Context: an optimization exercise on an open-source flow, tuned for small area, a short achievable clock period and few clock cycles per item. The choices shown serve that exercise and are no tape-out recipe. Function was checked by simulation only, so behaviour that the tests miss may differ from the original. No activity file was given, so power comes from the tool's default toggle rates.

<file path="flow/config.mk">
export PLATFORM = sky130hd
export DESIGN_NAME = sha256_core
export DESIGN_NICKNAME = sha256_core
export VERILOG_FILES = /design/flow/design.v
export SDC_FILE = /design/flow/constraint.sdc
export NUM_CORES = 4
export LEC_CHECK = 0
export CAP_MARGIN = 20
export CORE_MARGIN = 2
export CORE_UTILIZATION = 40
export SLEW_MARGIN = 20
</file>
<file path="flow/constraint.sdc">
create_clock -name core_clock -period 12.0 [get_ports {clk}]
set_input_delay 2.4000 -clock core_clock [delete_from_list [all_inputs] [get_ports {clk}]]
set_output_delay 2.4000 -clock core_clock [all_outputs]
set_load 0.01 [all_outputs]
</file>
<file path="flow/design.v">
module sha256_core (
    input  wire         clk,
    input  wire         rst,
    input  wire         start,
    input  wire         init,
    input  wire [511:0] block,      
    output wire         ready,
    output reg          done,
    output wire [255:0] digest      
);
    localparam [255:0] IV = {
        32'h6a09e667, 32'hbb67ae85, 32'h3c6ef372, 32'ha54ff53a,
        32'h510e527f, 32'h9b05688c, 32'h1f83d9ab, 32'h5be0cd19
    };
    localparam [31:0] IV4_MINUS_IV0 = 32'h510e527f - 32'h6a09e667;
    function automatic [31:0] rotr(input [31:0] x, input integer n);
        rotr = (x >> n) | (x << (32 - n));
    endfunction
    function automatic [31:0] maj3(input [31:0] x, input [31:0] y, input [31:0] z);
        maj3 = (x & y) | (x & z) | (y & z);
    endfunction
    reg         run;       
    reg         pend;      
    reg         init_r;    
    reg  [5:0]  t;         
    reg  [31:0] H [0:7];
    reg  [31:0] a, b, c, d, e, f, g, p;
    reg  [31:0] w [0:15];
    reg         last, t60, t61, t62, t0, ready_r;
    reg         w_ld, w_sh;    
    reg         s_pg;      
    reg         h_fin;     
    reg         s_sh, s_shd, s_rnd, s_fin, s_hld, s_hl, s_iv;
    wire        last_nx = (t_nx == 6'd63);
    wire        init_nx = (ready_r && start) ? init : init_r;
    reg  [5:0]  t_nx;
    reg         run_nx, pend_nx;
    always @* begin
        pend_nx = pend;
        if (ready_r && start) pend_nx = 1'b1;
        run_nx  = run;
        t_nx    = t;
        if (last) begin
            if (pend) begin
                run_nx  = 1'b1;
                pend_nx = 1'b0;
                t_nx    = 6'd0;
            end else begin
                run_nx  = 1'b0;
            end
        end else if (run) begin
            t_nx = t + 6'd1;
        end
    end
    assign ready  = ready_r;
    assign digest = {H[0], H[1], H[2], H[3], H[4], H[5], H[6], H[7]};
    localparam [31:0] K0 = 32'h428a2f98;
    reg  [31:0] k_r;
    reg         rst_r;     
    reg  [31:0] k_n;
    always @* begin
        case (t_nx)
            6'd63: k_n = 32'h428a2f98;  6'd0:  k_n = 32'h71374491;
            6'd1:  k_n = 32'hb5c0fbcf;  6'd2:  k_n = 32'he9b5dba5;
            6'd3:  k_n = 32'h3956c25b;  6'd4:  k_n = 32'h59f111f1;
            6'd5:  k_n = 32'h923f82a4;  6'd6:  k_n = 32'hab1c5ed5;
            6'd7:  k_n = 32'hd807aa98;  6'd8:  k_n = 32'h12835b01;
            6'd9:  k_n = 32'h243185be;  6'd10: k_n = 32'h550c7dc3;
            6'd11: k_n = 32'h72be5d74;  6'd12: k_n = 32'h80deb1fe;
            6'd13: k_n = 32'h9bdc06a7;  6'd14: k_n = 32'hc19bf174;
            6'd15: k_n = 32'he49b69c1;  6'd16: k_n = 32'hefbe4786;
            6'd17: k_n = 32'h0fc19dc6;  6'd18: k_n = 32'h240ca1cc;
            6'd19: k_n = 32'h2de92c6f;  6'd20: k_n = 32'h4a7484aa;
            6'd21: k_n = 32'h5cb0a9dc;  6'd22: k_n = 32'h76f988da;
            6'd23: k_n = 32'h983e5152;  6'd24: k_n = 32'ha831c66d;
            6'd25: k_n = 32'hb00327c8;  6'd26: k_n = 32'hbf597fc7;
            6'd27: k_n = 32'hc6e00bf3;  6'd28: k_n = 32'hd5a79147;
            6'd29: k_n = 32'h06ca6351;  6'd30: k_n = 32'h14292967;
            6'd31: k_n = 32'h27b70a85;  6'd32: k_n = 32'h2e1b2138;
            6'd33: k_n = 32'h4d2c6dfc;  6'd34: k_n = 32'h53380d13;
            6'd35: k_n = 32'h650a7354;  6'd36: k_n = 32'h766a0abb;
            6'd37: k_n = 32'h81c2c92e;  6'd38: k_n = 32'h92722c85;
            6'd39: k_n = 32'ha2bfe8a1;  6'd40: k_n = 32'ha81a664b;
            6'd41: k_n = 32'hc24b8b70;  6'd42: k_n = 32'hc76c51a3;
            6'd43: k_n = 32'hd192e819;  6'd44: k_n = 32'hd6990624;
            6'd45: k_n = 32'hf40e3585;  6'd46: k_n = 32'h106aa070;
            6'd47: k_n = 32'h19a4c116;  6'd48: k_n = 32'h1e376c08;
            6'd49: k_n = 32'h2748774c;  6'd50: k_n = 32'h34b0bcb5;
            6'd51: k_n = 32'h391c0cb3;  6'd52: k_n = 32'h4ed8aa4a;
            6'd53: k_n = 32'h5b9cca4f;  6'd54: k_n = 32'h682e6ff3;
            6'd55: k_n = 32'h748f82ee;  6'd56: k_n = 32'h78a5636f;
            6'd57: k_n = 32'h84c87814;  6'd58: k_n = 32'h8cc70208;
            6'd59: k_n = 32'h90befffa;  6'd60: k_n = 32'ha4506ceb;
            6'd61: k_n = 32'hbef9a3f7;  default: k_n = 32'hc67178f2;
        endcase
    end
    wire [31:0] s1  = rotr(e, 6) ^ rotr(e, 11) ^ rotr(e, 25);
    wire [31:0] ch  = (e & f) | (~e & g);
    wire [31:0] s0  = rotr(a, 2) ^ rotr(a, 13) ^ rotr(a, 22);
    wire [31:0] mj  = maj3(a, b, c);
    wire [31:0] u1   = ch ^ mj;
    wire [31:0] u    = u1 ^ (s1 ^ s0);
    wire [31:0] q_ci = ((u1 & s1) | (~u1 & ch)) << 1;    
    wire [31:0] q_s  = u ^ q_ci;
    wire [31:0] q_c  = ((u & q_ci) | (~u & s0)) << 1;    
    wire [31:0] za_s = q_s ^ q_c ^ p;
    wire [31:0] za_c = maj3(q_s, q_c, p) << 1;
    wire [31:0] a_rnd;
    add_fast u_add_a (.a(za_s), .b(za_c), .y(a_rnd));
    wire [31:0] xe_s = p ^ d ^ ch;
    wire [31:0] xe_c = maj3(p, d, ch) << 1;
    wire [31:0] ye_s = xe_s ^ xe_c ^ s1;
    wire [31:0] ye_c = maj3(xe_s, xe_c, s1) << 1;
    wire [31:0] e_rnd;
    add_fast u_add_e (.a(ye_s), .b(ye_c), .y(e_rnd));
    wire [31:0] ws0 = rotr(w[1], 7) ^ rotr(w[1], 18) ^ (w[1] >> 3);
    wire [31:0] ws1 = rotr(w[14], 17) ^ rotr(w[14], 19) ^ (w[14] >> 10);
    wire [31:0] xw_s = ws1 ^ w[9] ^ ws0;
    wire [31:0] xw_c = maj3(ws1, w[9], ws0) << 1;
    wire [31:0] yw_s = xw_s ^ xw_c ^ w[0];
    wire [31:0] yw_c = maj3(xw_s, xw_c, w[0]) << 1;
    wire [31:0] wn;
    add_small u_add_w (.a(yw_s), .b(yw_c), .ci(1'b0), .y(wn));
    wire [31:0] h_n  = ({32{s_pg}} & g) | ({32{t62}} & H[0]) | ({32{s_hl}} & H[7]) | ({32{s_iv}} & IV[31:0]);
    wire [31:0] xp_s = h_n ^ k_r ^ w[0];
    wire [31:0] xp_c = maj3(h_n, k_r, w[0]) << 1;
    wire [31:0] p_n;
    add_small u_add_p (.a(xp_s), .b(xp_c), .ci(1'b0), .y(p_n));
    wire [31:0] ha_op = ({32{t60}} & H[4]) | ({32{t61}} & H[3]) | ({32{t62}} & H[2]) | ({32{last}} & H[1]);
    wire [31:0] he_op = ({32{t0}} & H[4]) | ({32{t60}} & H[0]) | ({32{t61}} & H[7]) | ({32{t62}} & H[6]) | ({32{last}} & H[5]);
    wire [31:0] ha, he;
    add_small u_add_ha (.a(ha_op), .b(a), .ci(1'b0), .y(ha));
    add_small u_add_he (.a(he_op), .b(t0 ? ~H[0] : e), .ci(t0), .y(he));
    wire [31:0] iv0 = IV[255:224], iv1 = IV[223:192], iv2 = IV[191:160], iv3 = IV[159:128];
    wire [31:0] iv4 = IV[127:96],  iv5 = IV[95:64],   iv6 = IV[63:32];
    integer i;
    always @(posedge clk) begin
        for (i = 0; i < 15; i = i + 1)
            w[i] <= ({32{w_ld}} & block[511 - 32*i -: 32]) | ({32{w_sh}} & w[i + 1]);
        w[15] <= ({32{w_ld}} & block[31:0]) | ({32{w_sh}} & wn);
        p <= p_n;
        a <= s_rnd ? a_rnd : (({32{s_hld}} & H[0]) | ({32{s_iv}} & iv0));
        b <= ({32{s_sh}} & a) | ({32{s_fin}} & ha) | ({32{s_hld}} & H[1]) | ({32{s_iv}} & iv1);
        c <= ({32{s_sh}} & b) | ({32{s_hl}} & H[2]) | ({32{s_iv}} & iv2);
        d <= ({32{s_shd}} & c) | ({32{t62}} & H[4]) | ({32{s_hl}} & H[3]) | ({32{s_iv}} & iv3);
        e <= s_rnd ? e_rnd : (({32{s_hld}} & H[4]) | ({32{s_iv}} & iv4));
        f <= ({32{s_sh}} & e) | ({32{s_fin}} & he) | ({32{s_hld}} & H[5]) | ({32{s_iv}} & iv5);
        g <= ({32{s_sh}} & f) | ({32{s_hl}} & H[6]) | ({32{s_iv}} & iv6);
        run     <= !rst && run_nx;
        pend    <= !rst && pend_nx;
        t       <= rst ? 6'd63 : t_nx;
        k_r     <= k_n;    
        rst_r   <= rst;
        last    <= rst || t_nx == 6'd63;
        t60     <= !rst && t_nx == 6'd60;
        t61     <= !rst && t_nx == 6'd61;
        t62     <= !rst && t_nx == 6'd62;
        t0      <= !rst && t_nx == 6'd0;
        ready_r <= rst || (!pend_nx && (!run_nx || t_nx == 6'd62));
        w_ld    <= rst || (!pend_nx && (!run_nx || t_nx == 6'd62));
        w_sh    <= !rst && !(!pend_nx && (!run_nx || t_nx == 6'd62));
        if (ready_r && start) init_r <= init;
        s_sh  <= !rst && run_nx && !last_nx;
        s_pg  <= rst || (!last_nx && t_nx != 6'd62);
        h_fin <= !rst && run_nx && last_nx;
        s_shd <= !rst && run_nx && !last_nx && t_nx != 6'd62;
        s_rnd <= !rst && run_nx && !(last_nx && init_nx);
        s_fin <= !rst && run_nx && last_nx && !init_nx;
        s_hld <= !rst && !run_nx && !init_nx;
        s_hl  <= !rst && last_nx && !init_nx;
        s_iv  <= !rst && last_nx && init_nx;
        done    <= !rst && run && last;
        if (rst_r) begin
            for (i = 0; i < 8; i = i + 1) H[i] <= IV[255 - 32*i -: 32];
        end else begin
            if (run) begin
                if (t0) begin
                    if (init_r) begin
                        for (i = 0; i < 8; i = i + 1) H[i] <= IV[255 - 32*i -: 32];
                        H[4] <= IV4_MINUS_IV0;
                    end else begin
                        H[4] <= he;
                    end
                end
                if (t60) begin
                    H[4] <= ha;
                    H[0] <= he;
                end
                if (t61) begin
                    H[3] <= ha;
                    H[7] <= he;
                end
                if (t62) begin
                    H[2] <= ha;
                    H[6] <= he;
                end
                if (last) begin
                    H[1] <= ha;
                    H[5] <= he;
                end
            end
        end
        if (h_fin) begin
            H[0] <= a_rnd;
            H[4] <= e_rnd;
        end
    end
endmodule
module add_fast (input [31:0] a, input [31:0] b, output [31:0] y);
    wire [31:0] p0 = a ^ b;
    wire [31:0] g0 = a & b;
    wire g1_1 = g0[1] | (p0[1] & g0[0]);
    wire p1_1 = p0[1] & p0[0];
    wire g1_3 = g0[3] | (p0[3] & g0[2]);
    wire p1_3 = p0[3] & p0[2];
    wire g1_5 = g0[5] | (p0[5] & g0[4]);
    wire p1_5 = p0[5] & p0[4];
    wire g1_7 = g0[7] | (p0[7] & g0[6]);
    wire p1_7 = p0[7] & p0[6];
    wire g1_9 = g0[9] | (p0[9] & g0[8]);
    wire p1_9 = p0[9] & p0[8];
    wire g1_11 = g0[11] | (p0[11] & g0[10]);
    wire p1_11 = p0[11] & p0[10];
    wire g1_13 = g0[13] | (p0[13] & g0[12]);
    wire p1_13 = p0[13] & p0[12];
    wire g1_15 = g0[15] | (p0[15] & g0[14]);
    wire p1_15 = p0[15] & p0[14];
    wire g1_17 = g0[17] | (p0[17] & g0[16]);
    wire p1_17 = p0[17] & p0[16];
    wire g1_19 = g0[19] | (p0[19] & g0[18]);
    wire p1_19 = p0[19] & p0[18];
    wire g1_21 = g0[21] | (p0[21] & g0[20]);
    wire p1_21 = p0[21] & p0[20];
    wire g1_23 = g0[23] | (p0[23] & g0[22]);
    wire p1_23 = p0[23] & p0[22];
    wire g1_25 = g0[25] | (p0[25] & g0[24]);
    wire p1_25 = p0[25] & p0[24];
    wire g1_27 = g0[27] | (p0[27] & g0[26]);
    wire p1_27 = p0[27] & p0[26];
    wire g1_29 = g0[29] | (p0[29] & g0[28]);
    wire p1_29 = p0[29] & p0[28];
    wire g1_31 = g0[31] | (p0[31] & g0[30]);
    wire p1_31 = p0[31] & p0[30];
    wire g2_2 = g0[2] | (p0[2] & g1_1);
    wire p2_2 = p0[2] & p1_1;
    wire g2_3 = g1_3 | (p1_3 & g1_1);
    wire p2_3 = p1_3 & p1_1;
    wire g2_6 = g0[6] | (p0[6] & g1_5);
    wire p2_6 = p0[6] & p1_5;
    wire g2_7 = g1_7 | (p1_7 & g1_5);
    wire p2_7 = p1_7 & p1_5;
    wire g2_10 = g0[10] | (p0[10] & g1_9);
    wire p2_10 = p0[10] & p1_9;
    wire g2_11 = g1_11 | (p1_11 & g1_9);
    wire p2_11 = p1_11 & p1_9;
    wire g2_14 = g0[14] | (p0[14] & g1_13);
    wire p2_14 = p0[14] & p1_13;
    wire g2_15 = g1_15 | (p1_15 & g1_13);
    wire p2_15 = p1_15 & p1_13;
    wire g2_18 = g0[18] | (p0[18] & g1_17);
    wire p2_18 = p0[18] & p1_17;
    wire g2_19 = g1_19 | (p1_19 & g1_17);
    wire p2_19 = p1_19 & p1_17;
    wire g2_22 = g0[22] | (p0[22] & g1_21);
    wire p2_22 = p0[22] & p1_21;
    wire g2_23 = g1_23 | (p1_23 & g1_21);
    wire p2_23 = p1_23 & p1_21;
    wire g2_26 = g0[26] | (p0[26] & g1_25);
    wire p2_26 = p0[26] & p1_25;
    wire g2_27 = g1_27 | (p1_27 & g1_25);
    wire p2_27 = p1_27 & p1_25;
    wire g2_30 = g0[30] | (p0[30] & g1_29);
    wire p2_30 = p0[30] & p1_29;
    wire g2_31 = g1_31 | (p1_31 & g1_29);
    wire p2_31 = p1_31 & p1_29;
    wire g3_4 = g0[4] | (p0[4] & g2_3);
    wire p3_4 = p0[4] & p2_3;
    wire g3_5 = g1_5 | (p1_5 & g2_3);
    wire p3_5 = p1_5 & p2_3;
    wire g3_6 = g2_6 | (p2_6 & g2_3);
    wire p3_6 = p2_6 & p2_3;
    wire g3_7 = g2_7 | (p2_7 & g2_3);
    wire p3_7 = p2_7 & p2_3;
    wire g3_12 = g0[12] | (p0[12] & g2_11);
    wire p3_12 = p0[12] & p2_11;
    wire g3_13 = g1_13 | (p1_13 & g2_11);
    wire p3_13 = p1_13 & p2_11;
    wire g3_14 = g2_14 | (p2_14 & g2_11);
    wire p3_14 = p2_14 & p2_11;
    wire g3_15 = g2_15 | (p2_15 & g2_11);
    wire p3_15 = p2_15 & p2_11;
    wire g3_20 = g0[20] | (p0[20] & g2_19);
    wire p3_20 = p0[20] & p2_19;
    wire g3_21 = g1_21 | (p1_21 & g2_19);
    wire p3_21 = p1_21 & p2_19;
    wire g3_22 = g2_22 | (p2_22 & g2_19);
    wire p3_22 = p2_22 & p2_19;
    wire g3_23 = g2_23 | (p2_23 & g2_19);
    wire p3_23 = p2_23 & p2_19;
    wire g3_28 = g0[28] | (p0[28] & g2_27);
    wire p3_28 = p0[28] & p2_27;
    wire g3_29 = g1_29 | (p1_29 & g2_27);
    wire p3_29 = p1_29 & p2_27;
    wire g3_30 = g2_30 | (p2_30 & g2_27);
    wire p3_30 = p2_30 & p2_27;
    wire g3_31 = g2_31 | (p2_31 & g2_27);
    wire p3_31 = p2_31 & p2_27;
    wire g4_8 = g0[8] | (p0[8] & g3_7);
    wire p4_8 = p0[8] & p3_7;
    wire g4_9 = g1_9 | (p1_9 & g3_7);
    wire p4_9 = p1_9 & p3_7;
    wire g4_10 = g2_10 | (p2_10 & g3_7);
    wire p4_10 = p2_10 & p3_7;
    wire g4_11 = g2_11 | (p2_11 & g3_7);
    wire p4_11 = p2_11 & p3_7;
    wire g4_12 = g3_12 | (p3_12 & g3_7);
    wire p4_12 = p3_12 & p3_7;
    wire g4_13 = g3_13 | (p3_13 & g3_7);
    wire p4_13 = p3_13 & p3_7;
    wire g4_14 = g3_14 | (p3_14 & g3_7);
    wire p4_14 = p3_14 & p3_7;
    wire g4_15 = g3_15 | (p3_15 & g3_7);
    wire p4_15 = p3_15 & p3_7;
    wire g4_24 = g0[24] | (p0[24] & g3_23);
    wire p4_24 = p0[24] & p3_23;
    wire g4_25 = g1_25 | (p1_25 & g3_23);
    wire p4_25 = p1_25 & p3_23;
    wire g4_26 = g2_26 | (p2_26 & g3_23);
    wire p4_26 = p2_26 & p3_23;
    wire g4_27 = g2_27 | (p2_27 & g3_23);
    wire p4_27 = p2_27 & p3_23;
    wire g4_28 = g3_28 | (p3_28 & g3_23);
    wire p4_28 = p3_28 & p3_23;
    wire g4_29 = g3_29 | (p3_29 & g3_23);
    wire p4_29 = p3_29 & p3_23;
    wire g4_30 = g3_30 | (p3_30 & g3_23);
    wire p4_30 = p3_30 & p3_23;
    wire g4_31 = g3_31 | (p3_31 & g3_23);
    wire p4_31 = p3_31 & p3_23;
    wire g5_16 = g0[16] | (p0[16] & g4_15);
    wire p5_16 = p0[16] & p4_15;
    wire g5_17 = g1_17 | (p1_17 & g4_15);
    wire p5_17 = p1_17 & p4_15;
    wire g5_18 = g2_18 | (p2_18 & g4_15);
    wire p5_18 = p2_18 & p4_15;
    wire g5_19 = g2_19 | (p2_19 & g4_15);
    wire p5_19 = p2_19 & p4_15;
    wire g5_20 = g3_20 | (p3_20 & g4_15);
    wire p5_20 = p3_20 & p4_15;
    wire g5_21 = g3_21 | (p3_21 & g4_15);
    wire p5_21 = p3_21 & p4_15;
    wire g5_22 = g3_22 | (p3_22 & g4_15);
    wire p5_22 = p3_22 & p4_15;
    wire g5_23 = g3_23 | (p3_23 & g4_15);
    wire p5_23 = p3_23 & p4_15;
    wire g5_24 = g4_24 | (p4_24 & g4_15);
    wire p5_24 = p4_24 & p4_15;
    wire g5_25 = g4_25 | (p4_25 & g4_15);
    wire p5_25 = p4_25 & p4_15;
    wire g5_26 = g4_26 | (p4_26 & g4_15);
    wire p5_26 = p4_26 & p4_15;
    wire g5_27 = g4_27 | (p4_27 & g4_15);
    wire p5_27 = p4_27 & p4_15;
    wire g5_28 = g4_28 | (p4_28 & g4_15);
    wire p5_28 = p4_28 & p4_15;
    wire g5_29 = g4_29 | (p4_29 & g4_15);
    wire p5_29 = p4_29 & p4_15;
    wire g5_30 = g4_30 | (p4_30 & g4_15);
    wire p5_30 = p4_30 & p4_15;
    wire g5_31 = g4_31 | (p4_31 & g4_15);
    wire p5_31 = p4_31 & p4_15;
    assign y = p0 ^ {g5_30, g5_29, g5_28, g5_27, g5_26, g5_25, g5_24, g5_23, g5_22, g5_21, g5_20, g5_19, g5_18, g5_17, g5_16, g4_15, g4_14, g4_13, g4_12, g4_11, g4_10, g4_9, g4_8, g3_7, g3_6, g3_5, g3_4, g2_3, g2_2, g1_1, g0[0], 1'b0};
endmodule
module add_small (input [31:0] a, input [31:0] b, input ci, output [31:0] y);
    wire [31:0] p0 = a ^ b;
    wire [31:0] g0 = a & b;
    wire gc0 = g0[0] | (p0[0] & ci);
    wire g1_1 = g0[1] | (p0[1] & gc0);
    wire p1_1 = p0[1] & p0[0];
    wire g1_3 = g0[3] | (p0[3] & g0[2]);
    wire p1_3 = p0[3] & p0[2];
    wire g1_5 = g0[5] | (p0[5] & g0[4]);
    wire p1_5 = p0[5] & p0[4];
    wire g1_7 = g0[7] | (p0[7] & g0[6]);
    wire p1_7 = p0[7] & p0[6];
    wire g1_9 = g0[9] | (p0[9] & g0[8]);
    wire p1_9 = p0[9] & p0[8];
    wire g1_11 = g0[11] | (p0[11] & g0[10]);
    wire p1_11 = p0[11] & p0[10];
    wire g1_13 = g0[13] | (p0[13] & g0[12]);
    wire p1_13 = p0[13] & p0[12];
    wire g1_15 = g0[15] | (p0[15] & g0[14]);
    wire p1_15 = p0[15] & p0[14];
    wire g1_17 = g0[17] | (p0[17] & g0[16]);
    wire p1_17 = p0[17] & p0[16];
    wire g1_19 = g0[19] | (p0[19] & g0[18]);
    wire p1_19 = p0[19] & p0[18];
    wire g1_21 = g0[21] | (p0[21] & g0[20]);
    wire p1_21 = p0[21] & p0[20];
    wire g1_23 = g0[23] | (p0[23] & g0[22]);
    wire p1_23 = p0[23] & p0[22];
    wire g1_25 = g0[25] | (p0[25] & g0[24]);
    wire p1_25 = p0[25] & p0[24];
    wire g1_27 = g0[27] | (p0[27] & g0[26]);
    wire p1_27 = p0[27] & p0[26];
    wire g1_29 = g0[29] | (p0[29] & g0[28]);
    wire p1_29 = p0[29] & p0[28];
    wire g1_31 = g0[31] | (p0[31] & g0[30]);
    wire p1_31 = p0[31] & p0[30];
    wire g2_2 = g0[2] | (p0[2] & g1_1);
    wire p2_2 = p0[2] & p1_1;
    wire g2_3 = g1_3 | (p1_3 & g1_1);
    wire p2_3 = p1_3 & p1_1;
    wire g2_6 = g0[6] | (p0[6] & g1_5);
    wire p2_6 = p0[6] & p1_5;
    wire g2_7 = g1_7 | (p1_7 & g1_5);
    wire p2_7 = p1_7 & p1_5;
    wire g2_10 = g0[10] | (p0[10] & g1_9);
    wire p2_10 = p0[10] & p1_9;
    wire g2_11 = g1_11 | (p1_11 & g1_9);
    wire p2_11 = p1_11 & p1_9;
    wire g2_14 = g0[14] | (p0[14] & g1_13);
    wire p2_14 = p0[14] & p1_13;
    wire g2_15 = g1_15 | (p1_15 & g1_13);
    wire p2_15 = p1_15 & p1_13;
    wire g2_18 = g0[18] | (p0[18] & g1_17);
    wire p2_18 = p0[18] & p1_17;
    wire g2_19 = g1_19 | (p1_19 & g1_17);
    wire p2_19 = p1_19 & p1_17;
    wire g2_22 = g0[22] | (p0[22] & g1_21);
    wire p2_22 = p0[22] & p1_21;
    wire g2_23 = g1_23 | (p1_23 & g1_21);
    wire p2_23 = p1_23 & p1_21;
    wire g2_26 = g0[26] | (p0[26] & g1_25);
    wire p2_26 = p0[26] & p1_25;
    wire g2_27 = g1_27 | (p1_27 & g1_25);
    wire p2_27 = p1_27 & p1_25;
    wire g2_30 = g0[30] | (p0[30] & g1_29);
    wire p2_30 = p0[30] & p1_29;
    wire g2_31 = g1_31 | (p1_31 & g1_29);
    wire p2_31 = p1_31 & p1_29;
    wire g3_4 = g0[4] | (p0[4] & g2_3);
    wire p3_4 = p0[4] & p2_3;
    wire g3_5 = g1_5 | (p1_5 & g2_3);
    wire p3_5 = p1_5 & p2_3;
    wire g3_6 = g2_6 | (p2_6 & g2_3);
    wire p3_6 = p2_6 & p2_3;
    wire g3_7 = g2_7 | (p2_7 & g2_3);
    wire p3_7 = p2_7 & p2_3;
    wire g3_12 = g0[12] | (p0[12] & g2_11);
    wire p3_12 = p0[12] & p2_11;
    wire g3_13 = g1_13 | (p1_13 & g2_11);
    wire p3_13 = p1_13 & p2_11;
    wire g3_14 = g2_14 | (p2_14 & g2_11);
    wire p3_14 = p2_14 & p2_11;
    wire g3_15 = g2_15 | (p2_15 & g2_11);
    wire p3_15 = p2_15 & p2_11;
    wire g3_20 = g0[20] | (p0[20] & g2_19);
    wire p3_20 = p0[20] & p2_19;
    wire g3_21 = g1_21 | (p1_21 & g2_19);
    wire p3_21 = p1_21 & p2_19;
    wire g3_22 = g2_22 | (p2_22 & g2_19);
    wire p3_22 = p2_22 & p2_19;
    wire g3_23 = g2_23 | (p2_23 & g2_19);
    wire p3_23 = p2_23 & p2_19;
    wire g3_28 = g0[28] | (p0[28] & g2_27);
    wire p3_28 = p0[28] & p2_27;
    wire g3_29 = g1_29 | (p1_29 & g2_27);
    wire p3_29 = p1_29 & p2_27;
    wire g3_30 = g2_30 | (p2_30 & g2_27);
    wire p3_30 = p2_30 & p2_27;
    wire g3_31 = g2_31 | (p2_31 & g2_27);
    wire p3_31 = p2_31 & p2_27;
    wire g4_8 = g0[8] | (p0[8] & g3_7);
    wire p4_8 = p0[8] & p3_7;
    wire g4_9 = g1_9 | (p1_9 & g3_7);
    wire p4_9 = p1_9 & p3_7;
    wire g4_10 = g2_10 | (p2_10 & g3_7);
    wire p4_10 = p2_10 & p3_7;
    wire g4_11 = g2_11 | (p2_11 & g3_7);
    wire p4_11 = p2_11 & p3_7;
    wire g4_12 = g3_12 | (p3_12 & g3_7);
    wire p4_12 = p3_12 & p3_7;
    wire g4_13 = g3_13 | (p3_13 & g3_7);
    wire p4_13 = p3_13 & p3_7;
    wire g4_14 = g3_14 | (p3_14 & g3_7);
    wire p4_14 = p3_14 & p3_7;
    wire g4_15 = g3_15 | (p3_15 & g3_7);
    wire p4_15 = p3_15 & p3_7;
    wire g4_24 = g0[24] | (p0[24] & g3_23);
    wire p4_24 = p0[24] & p3_23;
    wire g4_25 = g1_25 | (p1_25 & g3_23);
    wire p4_25 = p1_25 & p3_23;
    wire g4_26 = g2_26 | (p2_26 & g3_23);
    wire p4_26 = p2_26 & p3_23;
    wire g4_27 = g2_27 | (p2_27 & g3_23);
    wire p4_27 = p2_27 & p3_23;
    wire g4_28 = g3_28 | (p3_28 & g3_23);
    wire p4_28 = p3_28 & p3_23;
    wire g4_29 = g3_29 | (p3_29 & g3_23);
    wire p4_29 = p3_29 & p3_23;
    wire g4_30 = g3_30 | (p3_30 & g3_23);
    wire p4_30 = p3_30 & p3_23;
    wire g4_31 = g3_31 | (p3_31 & g3_23);
    wire p4_31 = p3_31 & p3_23;
    wire g5_16 = g0[16] | (p0[16] & g4_15);
    wire p5_16 = p0[16] & p4_15;
    wire g5_17 = g1_17 | (p1_17 & g4_15);
    wire p5_17 = p1_17 & p4_15;
    wire g5_18 = g2_18 | (p2_18 & g4_15);
    wire p5_18 = p2_18 & p4_15;
    wire g5_19 = g2_19 | (p2_19 & g4_15);
    wire p5_19 = p2_19 & p4_15;
    wire g5_20 = g3_20 | (p3_20 & g4_15);
    wire p5_20 = p3_20 & p4_15;
    wire g5_21 = g3_21 | (p3_21 & g4_15);
    wire p5_21 = p3_21 & p4_15;
    wire g5_22 = g3_22 | (p3_22 & g4_15);
    wire p5_22 = p3_22 & p4_15;
    wire g5_23 = g3_23 | (p3_23 & g4_15);
    wire p5_23 = p3_23 & p4_15;
    wire g5_24 = g4_24 | (p4_24 & g4_15);
    wire p5_24 = p4_24 & p4_15;
    wire g5_25 = g4_25 | (p4_25 & g4_15);
    wire p5_25 = p4_25 & p4_15;
    wire g5_26 = g4_26 | (p4_26 & g4_15);
    wire p5_26 = p4_26 & p4_15;
    wire g5_27 = g4_27 | (p4_27 & g4_15);
    wire p5_27 = p4_27 & p4_15;
    wire g5_28 = g4_28 | (p4_28 & g4_15);
    wire p5_28 = p4_28 & p4_15;
    wire g5_29 = g4_29 | (p4_29 & g4_15);
    wire p5_29 = p4_29 & p4_15;
    wire g5_30 = g4_30 | (p4_30 & g4_15);
    wire p5_30 = p4_30 & p4_15;
    wire g5_31 = g4_31 | (p4_31 & g4_15);
    wire p5_31 = p4_31 & p4_15;
    assign y = p0 ^ {g5_30, g5_29, g5_28, g5_27, g5_26, g5_25, g5_24, g5_23, g5_22, g5_21, g5_20, g5_19, g5_18, g5_17, g5_16, g4_15, g4_14, g4_13, g4_12, g4_11, g4_10, g4_9, g4_8, g3_7, g3_6, g3_5, g3_4, g2_3, g2_2, g1_1, gc0, ci};
endmodule
</file>
<file path="flow/flow/run.sh">
#!/bin/bash
# Layout: the standard flow (standard.sh, unchanged synthesis, floorplan, power grid
# and tap cells), with two changes to how the layout is optimised:
#   - the port buffers are the platform's smallest buffer (buf_1) instead of
#     clkdlybuf4s50_1;
#   - the timing repair aims at a larger setup slack than the clock period needs, and
#     only on the worst path (TNS_END_PERCENT 0).
# The clock period and the constraints are the standard flow's own (constraint.sdc is not touched).
set -euo pipefail
export SETUP_SLACK_MARGIN="${FLOW_SETUP_MARGIN:-8}"
export TNS_END_PERCENT=0
export BUFFER_PORTS_ARGS="-buffer_cell sky130_fd_sc_hd__buf_1"
bash standard.sh finish > standard_make.log 2>&1
</file>
<file path="flow/standard.sh">
#!/bin/bash
# synth_recipe.tcl (not shown) runs the flow's synth.tcl, then flattens the netlist and writes it again
# the make line also repeats each setting of config.mk as NAME=value (left out here)
make -C /OpenROAD-flow-scripts/flow DESIGN_CONFIG=/design/flow/config.mk WORK_HOME=/design/flow/orfs CLKGATE_MAP_FILE= SYNTH_SCRIPT=/design/flow/synth_recipe.tcl "${@:-finish}"
</file>
==> metrics.md, run 1 <==
| Metric | Value |
|---|---|
| Worst setup margin | 7.42 ns |
| H-Tree Depth | 3 |
| Synth Instances | 5,775 |
| Clock Sinks | 1,083 |
| TritonCTS clock tree | yes |
| Initial antenna violation count | 31 |
| Status | complete, no violations |
| Cells after DPL | 8,048 |
| Die height | 379 um |
| Global-route wire length before repair | 361 mm |
| Power Density | 368 nW/um^2 |
| Area share of the largest cell type after synthesis | 36.2% |
| Critical path class | reg2reg |
| Detailed-route via count | 51,100 |
| IO Pins | 774 |
| Detailed-route vias per instance | 6.11 |
| Tcrit/Tclk final | 38.1% |
| Design area | 66,900 sq um |
| Fillers | 13,300 |
| Area occupied by multi-input gates | 32,400 sq um |
| Ys flop type | dfxtp_1 |
| Vias in the first global route | 47,600 |
| Worst-path clk slew | 0.07 ns |
| Avg Cell Area, Syn | 9.75 sq um |
| Warnings from Yosys | 3 |
| Starting Density | 40.3% |
| Worst r2r path cells | 15 |
| Hold Path Class | reg2reg |
| Asr flop ratio synth | 0% |
| Worst slew pin tran | 1.26 ns |
| Hold path depth | 1 |
| DP Wirelength | 197 mm |
| Largest net degree at the start of global routing | 181 |
| Fmax | 218 MHz |
| Grt total ovfl | 0 |
| Iter 0 DRT Violations | 7,182 |
| Max Cap Viol | 0 |
| Terminus of the critical flop-to-flop path | H[4][26] |
| Register-to-Register Setup Slack | 7.42 ns |
| # rows | 137 |
| RSZ-0062 raised after global routing | yes |
| Maximum clock insertion buffer count | 3 |
| Core area | 140,000 sq um |
| Critical Path Sink Type | flop |
| Most frequent cells in the layout | dfxtp_1, buf_1, a22o_1, nand2_1, xnor2_1 |
| Die W | 379 um |
| Area contributors post-synth | dfxtp_1, a22o_1, fa_1 |
| Port Buf Inserts | 773 |
| Setup tns final | 0 ns |
| Placer Congestion | 1.00 |
| Setup violations, final | 0 |
| Final #Nets | 7,289 |
| Reg2Reg Launch Point | t62 |
| FF/Latch Area | 22,500 sq um |
| Synth cell types | 89 |
| Yosys top cell by area | dfxtp_1 |
| Clock root buffer | clkbuf_16 |
| Placement Setup Slack | 6.49 ns |
| Area after DPL | 60,600 sq um |
| Share of layout cells above drive strength 1 | 10.7% |
| Post-synthesis sequential area ratio | 39.7% |
| Worst Hold End | w[3][4] |
| Clk Latency, worst-skew pair | 0.83 ns |
| Yosys reg bits | 1,083 |
| Commonest non-fill, non-tap cell in the layout | dfxtp_1 |
| CP arrival | 5.23 ns |
| Final Hold Viols | 0 |
| Detailed-route wire length | 264 mm |
| Synthesized Nets | 6,703 |
| Global Route Usage Sum | 35.2% |
| Synthesis-to-finish area growth | 18.9% |
| Layout Utilization | 48.0% |
| Static Leak | 26.8 nW |
| Post-route minimum period | 4.58 ns |
| DR WL/cell | 31.6 um |
| Number of synthesized flops with an enable pin | 64 |
| Worst setup SP type | flop |
| Final Non-Filler Cells | 8,355 |
| WP data required | 12.65 ns |
| TritonRoute pass-1 iters | 7 |
| Max FO, Critical Path | 64 |
| Worst VDD drop | 334 uV |
| Cell Area, Synth | 56,300 sq um |
| Detail Route Antenna Nets | 0 |
| Die ar. | 144,000 sq um |
| Hold Buf Count CTS | 0 |
| Number of CTS-inserted buffers | 118 |
| Slew margin rel. | 16.2% |
| DR DRC count | 0 |
| Slew Limit Fails | 0 |
| Final Skew | 0.0951 ns |
| Hold_sp | w[4][4] |
==> registers in the layout, indices dropped and copies added, names as in the netlist, 6 cells and up <==
register  cells
H           256
a            32
b            32
c            32
d            32
e            32
f            32
g            32
k_r          32
p            32
t             6
w           512
==> layout make-up <==
cell class | instances | share of cell area (%)
multi-input cells | 3913 | 48.4
flip-flops and latches | 1083 | 33.7
diodes | 13 | 0.0486
repair buffers | 920 | 6.24
clock buffers | 158 | 4.93
inverters | 325 | 1.83
clock inverters | 67 | 1.40
well taps | 1876 | 3.51
==> worst max path at each step <==
| stage | cells after the start | slack (ns) | from | to |
|---|---|---|---|---|
| detailed placement | 14 | 6.49 | t62 | H[4][26] |
| finish | 15 | 7.42 | t62 | H[4][26] |
| global route | 15 | 7.37 | a[9] | H[0][31] |
| global placement | 14 | 6.45 | t62 | H[4][26] |
| floorplan | 17 | 7.58 | e[21] | H[0][31] |
| CTS | 16 | 7.52 | e[26] | H[0][31] |
==> cells in the mapped netlist, types with 10 or more instances <==
| cell type | count |
|---|---|
| ha_1 | 202 |
| o221ai_1 | 13 |
| dfxtp_1 | 1019 |
| a22o_1 | 541 |
| nand3_1 | 65 |
| and2_1 | 17 |
| xnor2_1 | 423 |
| a222oi_1 | 83 |
| a22oi_1 | 198 |
| o311ai_0 | 11 |
| nor2_1 | 264 |
| inv_1 | 325 |
| o31ai_1 | 14 |
| or3_1 | 13 |
| a211oi_1 | 60 |
| a21oi_1 | 287 |
| o22ai_1 | 85 |
| buf_1 | 36 |
| maj3_1 | 89 |
| nand2_1 | 382 |
| o21ai_0 | 222 |
| nand3b_1 | 12 |
| xor2_1 | 104 |
| nor2b_1 | 20 |
| nand2b_1 | 120 |
| a311oi_1 | 10 |
| fa_1 | 210 |
| a31oi_1 | 23 |
| a221o_1 | 44 |
| o21a_1 | 13 |
| a221oi_1 | 52 |
| o211ai_1 | 27 |
| mux2_2 | 33 |
| nand4_1 | 21 |
| o21bai_1 | 20 |
| a21o_1 | 44 |
| clkbuf_1 | 411 |
| and3_1 | 11 |
| edfxtp_1 | 64 |
| nor3_1 | 51 |
==> report_power, final <==
part	internal (mW)	total, mW	switching, mW
registers	4.31	5.22	0.915
clock network	2.28	3.95	1.67
logic	6.36	15.4	9.06
==> critical path: stages, from the launching register on <==
cell and delay [ns]:
dfxtp_4 0.65, buf_12 0.36, buf_6 0.42, a22oi_1 0.11, nand2_1 0.10, ha_1 0.28, a21o_1 0.22, a21oi_2 0.27
nor2_1 0.09, o2111a_1 0.29, nor4_4 0.27, buf_4 0.22, o21bai_1 0.11, xor2_1 0.62, o22ai_1 0.18, o21ai_1 0.17
==> per-layer routing <==
| layer | track usage, % | vias to the layer above | share of wire [%] |
|---|---|---|---|
| met5 | 0 | - | 0.081 |
| met4 | 17.5 | 34 | 5.7 |
| met3 | 9.30 | 630 | 12 |
| met2 | 52.3 | 3295 | 43 |
| met1 | 47.1 | 25000 | 39 |
| li1 | - | 22100 | - |
==> kinds of logic (layout without fill, tap and decap cells) <==
logic type	after synthesis	after routing	share of synthesized area, %
compound gates	1826	1826	24.1
xor+xnor	532	532	8.37
fa+ha+maj	502	502	13.6
buf+inv	779	1470	5.21
flops	1083	1083	39.7
mux	43	43	0.860
other cells	0	13	0
simple gates	1010	1010	8.22
==> metrics by stage <==
step | power [mW] | hold WS (ns)
5_1_grt | 25.9 | 0.424
4_1_cts | 23.4 | 0.399
2_1_floorplan | 14.3 | 0.416
3_3_place_gp | 18.4 | 0.417
3_5_place_dp | 18.5 | 0.421
6_report | 24.6 | 0.399
==> timing repair <==
item | 4_1_cts | 5_1_grt
pin swaps | 49 | 63
setup endpoints to repair | 407 | 381
gates resized for setup | 239 | 88
cloned | 0 | 0
setup buffers | 39 | 30
Testbench counts, summed over its fixed seeds: cycles 131,136, blocks 2,048.
==> inputs of run 2 (changes only) <==
--- a/flow/config.mk
+++ b/flow/config.mk
@@ -7,5 +7,5 @@
 export LEC_CHECK = 0
 export CAP_MARGIN = 20
 export CORE_MARGIN = 2
-export CORE_UTILIZATION = 40
+export CORE_UTILIZATION = 50
 export SLEW_MARGIN = 20
==> run 2 against run 1 <==
Effect of this change: sequential power hardly changed; combinational power hardly changed; clock skew is 0.025 ns lower; final cell count is 4.7% lower; sequential share of layout area is 0.57 points higher; register-to-register slack worse by 0.07 ns; power is 2.3% lower; wire length is 0.61% lower; core utilization is 11 points higher; maximum frequency is 1.5% lower; largest power group unchanged.
==> metrics.md, run 2 <==
| Metric | Value |
|---|---|
| DR WL/cell | 32.9 um (+4.3%) |
| Final #Nets | 7,277 (-0.16%) |
| Commonest non-fill, non-tap cell in the layout | dfxtp_1 |
| Grt total ovfl | 0 (unchanged) |
| Slew margin rel. | 18.9% (+2.7 points) |
| Post-synthesis sequential area ratio | 39.7% (unchanged) |
| Synth Area in XOR/XNOR | 8.37% (unchanged) |
| Max reg flops | 512 (unchanged) |
| Power Density | 365 nW/um^2 (-0.64%) |
| Worst r2r path cells | 15 (unchanged) |
| FF/Latch Area | 22,500 sq um (about the same) |
| Fmax | 215 MHz (-1.5%) |
| Detail Route Antenna Nets | 0 (unchanged) |
| Area after DPL | 60,200 sq um (-0.69%) |
| Critical Path Sink Type | flop |
| Hold Path Class | reg2reg |
| Tcrit/Tclk final | 38.7% (+0.59 points) |
| Top Registers | w x512, H x256 |
| Area share of the largest cell type after synthesis | 36.2% (unchanged) |
| Worst Hold End | w[10][23] |
| Max Cap Viol | 0 (unchanged) |
| Slew Limit Fails | 0 (unchanged) |
| Final Skew | 0.0700 ns (-0.0251 ns) |
| Design area | 65,800 sq um (-1.7%) |
| Die height | 340 um (-10%) |
| Asr flop ratio synth | 0% (unchanged) |
| Starting Density | 50.2% (+9.9 points) |
| Final Hold Viols | 0 (unchanged) |
| Detailed-route via count | 51,100 (+0.020%) |
| TritonCTS clock tree | yes |
| Clock Sinks | 1,083 (unchanged) |
| Setup violations, final | 0 (unchanged) |
| Terminus of the critical flop-to-flop path | H[0][31] |
| Largest net degree at the start of global routing | 227 (+25%) |
| Synthesis-to-finish area growth | 16.9% |
| Overall Power | 24.0 mW (-2.3%) |
| Worst slew pin tran | 1.21 ns (-0.0464 ns) |
| Core area | 112,000 sq um (-20%) |
| WP data required | 12.51 ns (-0.14 ns) |
| Detailed-route wire length | 262 mm (-0.61%) |
| Setup tns final | 0 ns (unchanged) |
| Most frequent cells in the layout | dfxtp_1, buf_1, a22o_1, nand2_1, xnor2_1 |
| Number of CTS-inserted buffers | 115 (-2.5%) |
| Status | complete, no violations |
| Critical path class | reg2reg |
| Simple-gate share of the synthesized area | 8.22% (unchanged) |
| Yosys reg bits | 1,083 (unchanged) |
| Reg2Reg Launch Point | e[20] |
| Synthesized Nets | 6,703 (unchanged) |
| Post-route minimum period | 4.65 ns (+0.0705 ns) |
| Largest family of logic cells by synthesized area | compound AO/OA/AOI/OAI gates |
| H-Tree Depth | 3 (unchanged) |
| Vias in the first global route | 48,600 (+2.1%) |
| Clk Latency, worst-skew pair | 0.78 ns (-0.05 ns) |
| Global Route Usage Sum | 44.1% (+8.9 points) |
| Post-synthesis adder-cell area fraction | 13.6% (unchanged) |
| Synth Instances | 5,775 (unchanged) |
| DR DRC count | 0 (unchanged) |
| Hold_sp | w[11][23] |
| Max FO, Critical Path | 5 (-92%) |
| Die W | 340 um (-10%) |
| CP arrival | 5.16 ns (-0.07 ns) |
| Synth cell types | 89 (unchanged) |
| Initial antenna violation count | 24 (-23%) |
| Iter 0 DRT Violations | 7,066 (-1.6%) |
| Synth cell count leaders | dfxtp_1, a22o_1, xnor2_1 |
| Placer Congestion | 1.02 (+1.6%) |
| Worst setup SP type | flop |
| Ys flop type | dfxtp_1 |
| Detailed-route vias per instance | 6.42 (+5.0%) |
| Share of layout cells above drive strength 1 | 9.78% (-0.89 points) |
| Register-to-Register Setup Slack | 7.35 ns (-0.07 ns) |
| # rows | 123 (-10%) |
| Global-route wire length before repair | 364 mm (+0.84%) |
| Area contributors post-synth | dfxtp_1, a22o_1, fa_1 |
| IO Pins | 774 (unchanged) |
| Clock root buffer | clkbuf_16 |
| Number of synthesized flops with an enable pin | 64 (unchanged) |
| Hold Buf Count CTS | 0 (unchanged) |
| Maximum clock insertion buffer count | 3 (unchanged) |
| Hold path depth | 1 (unchanged) |
| TritonRoute pass-1 iters | 10 (+3) |
| Compound-cell area share of the yosys netlist | 24.1% (unchanged) |
| RSZ-0062 raised after global routing | yes |
| Warnings from Yosys | 3 (unchanged) |
| Worst-path clk slew | 0.07 ns (about the same) |
| Avg Cell Area, Syn | 9.75 sq um (unchanged) |
| Static Leak | 26.6 nW (-0.89%) |
| DP Wirelength | 196 mm (-0.62%) |
| Area occupied by multi-input gates | 32,100 sq um (-0.90%) |
| Worst VDD drop | 325 uV (-2.6%) |
| Die ar. | 115,000 sq um (-20%) |
| Port Buf Inserts | 773 (unchanged) |
| Most common cell in the netlist | dfxtp_1 |
| Fillers | 10,100 (-24%) |
| Multiplexer area fraction after synthesis | 0.860% (unchanged) |
| Yosys top cell by area | dfxtp_1 |
| Cell Area, Synth | 56,300 sq um (unchanged) |
| Largest Register | w |
run 2: cell counts after synthesis:
Identical to the previous run, type by type.
run 2: timing repair:
action | CTS | global route
gates resized for setup | 272 | 7
setup buffers | 52 | 4
endpoints found under the setup margin | 346 | 310
pin swaps | 65 | 8
run 2: per-layer routing:
metal / track usage (%) / vias to the layer above / share of wire, %
met5: 0 / - / 0.046
met4: 31.1 / 16 / 8.6
met3: 11.9 / 828 / 12
met2: 67.8 / 3529 / 44
met1: 53.6 / 24700 / 36
li1: - / 22000 / -
run 2: per-stage QoR:
step / hold WS, ns / setup WS, ns / utilization, % / std cells
2_1_floorplan: 0.416 / 7.58 / - / 5775
3_3_place_gp: 0.417 / 6.48 / 53.7 / 7676
3_5_place_dp: 0.421 / 6.38 / 53.7 / 7676
4_1_cts: 0.387 / 7.53 / 58.6 / 7945
5_1_grt: 0.417 / 7.25 / 58.7 / 7954
6_report: 0.385 / 7.35 / 58.7 / 7961
run 2: report_power, final:
part / switching, mW / internal (mW) / leakage [nW]
Combinational: 8.96 / 6.12 / 15.5
Clock: 1.63 / 2.10 / 1.94
Sequential: 0.912 / 4.31 / 9.08
Total: 11.5 / 12.5 / 26.6
run 2: cell families (layout without fill, tap and decap cells):
| logic type | Yosys count | after routing |
|---|---|---|
| AO/OA/AOI/OAI | 1826 | 1826 |
| XOR/XNOR | 532 | 532 |
| adder cells (fa/ha/maj) | 502 | 502 |
| buffers and inverters | 779 | 1453 |
| flip-flops | 1083 | 1083 |
| multiplexers | 43 | 43 |
| other | 0 | 12 |
| AND/OR/NAND/NOR | 1010 | 1010 |
run 2: critical path: stages (launching register included):
cell and delay (ns):
dfxtp_4 0.44, buf_4 0.17, mux2_4 0.34, xnor2_2 0.16, xnor2_2 0.15, maj3_1 0.40, fa_1 0.52, ha_2 0.32
a21o_1 0.17, a21o_1 0.22, a221o_1 0.36, a22o_4 0.30, a221oi_4 0.34, a21oi_2 0.10, xnor2_1 0.16, a2bb2o_4 0.21
run 2: worst max-delay path by stage:
| stage | to | start | cells past startpoint | slack, ns |
|---|---|---|---|---|
| 6_report | H[0][31] | e[20] | 15 | 7.35 |
| 5_1_grt | H[0][29] | e[13] | 17 | 7.25 |
| 4_1_cts | H[0][31] | e[7] | 16 | 7.53 |
| 3_5_place_dp | H[4][30] | e[2] | 16 | 6.38 |
| 3_3_place_gp | H[4][30] | e[2] | 16 | 6.48 |
| 2_1_floorplan | H[0][31] | e[21] | 17 | 7.58 |
run 2: final cells by class:
type	count	area share (%)
Clock buffer	167	5.07
Antenna cell	12	0.0456
Multi-Input combinational cell	3913	48.7
Timing Repair Buffer	911	6.27
Clock inverter	50	0.903
Tap cell	1500	2.85
Sequential cell	1083	34.3
Inverter	325	1.85

[port drivers added, routing unchanged]
The results above use ideal ports. As a check the final layouts listed here were re-extracted and re-timed, cells and wires unchanged.
Step 1 (the two cells are an assumption about what drives the block):
set clk [get_ports {clk}]
set_driving_cell -lib_cell sky130_fd_sc_hd__clkbuf_16 $clk
set_driving_cell -lib_cell sky130_fd_sc_hd__buf_2 [delete_from_list [all_inputs] $clk]
Step 2 moves the port delays by t, midway between the first and last clock arrival at a register: inputs arrive t later, outputs are due t later. That takes back most of the time a late clock gives input paths.
a / b / c = ideal ports / drivers / drivers and shift; a / b = the first two.
| run | shift t [ns] | slack for setup (ns) | cell pins on the clock port's net |
|---|---|---|---|
| run 1 | 0.859 | 7.423 / 7.423 / 7.423 | 1 |
| run 2 | 0.828 | 7.352 / 7.352 / 7.352 | 1 |
After both steps every run listed still meets setup and hold.
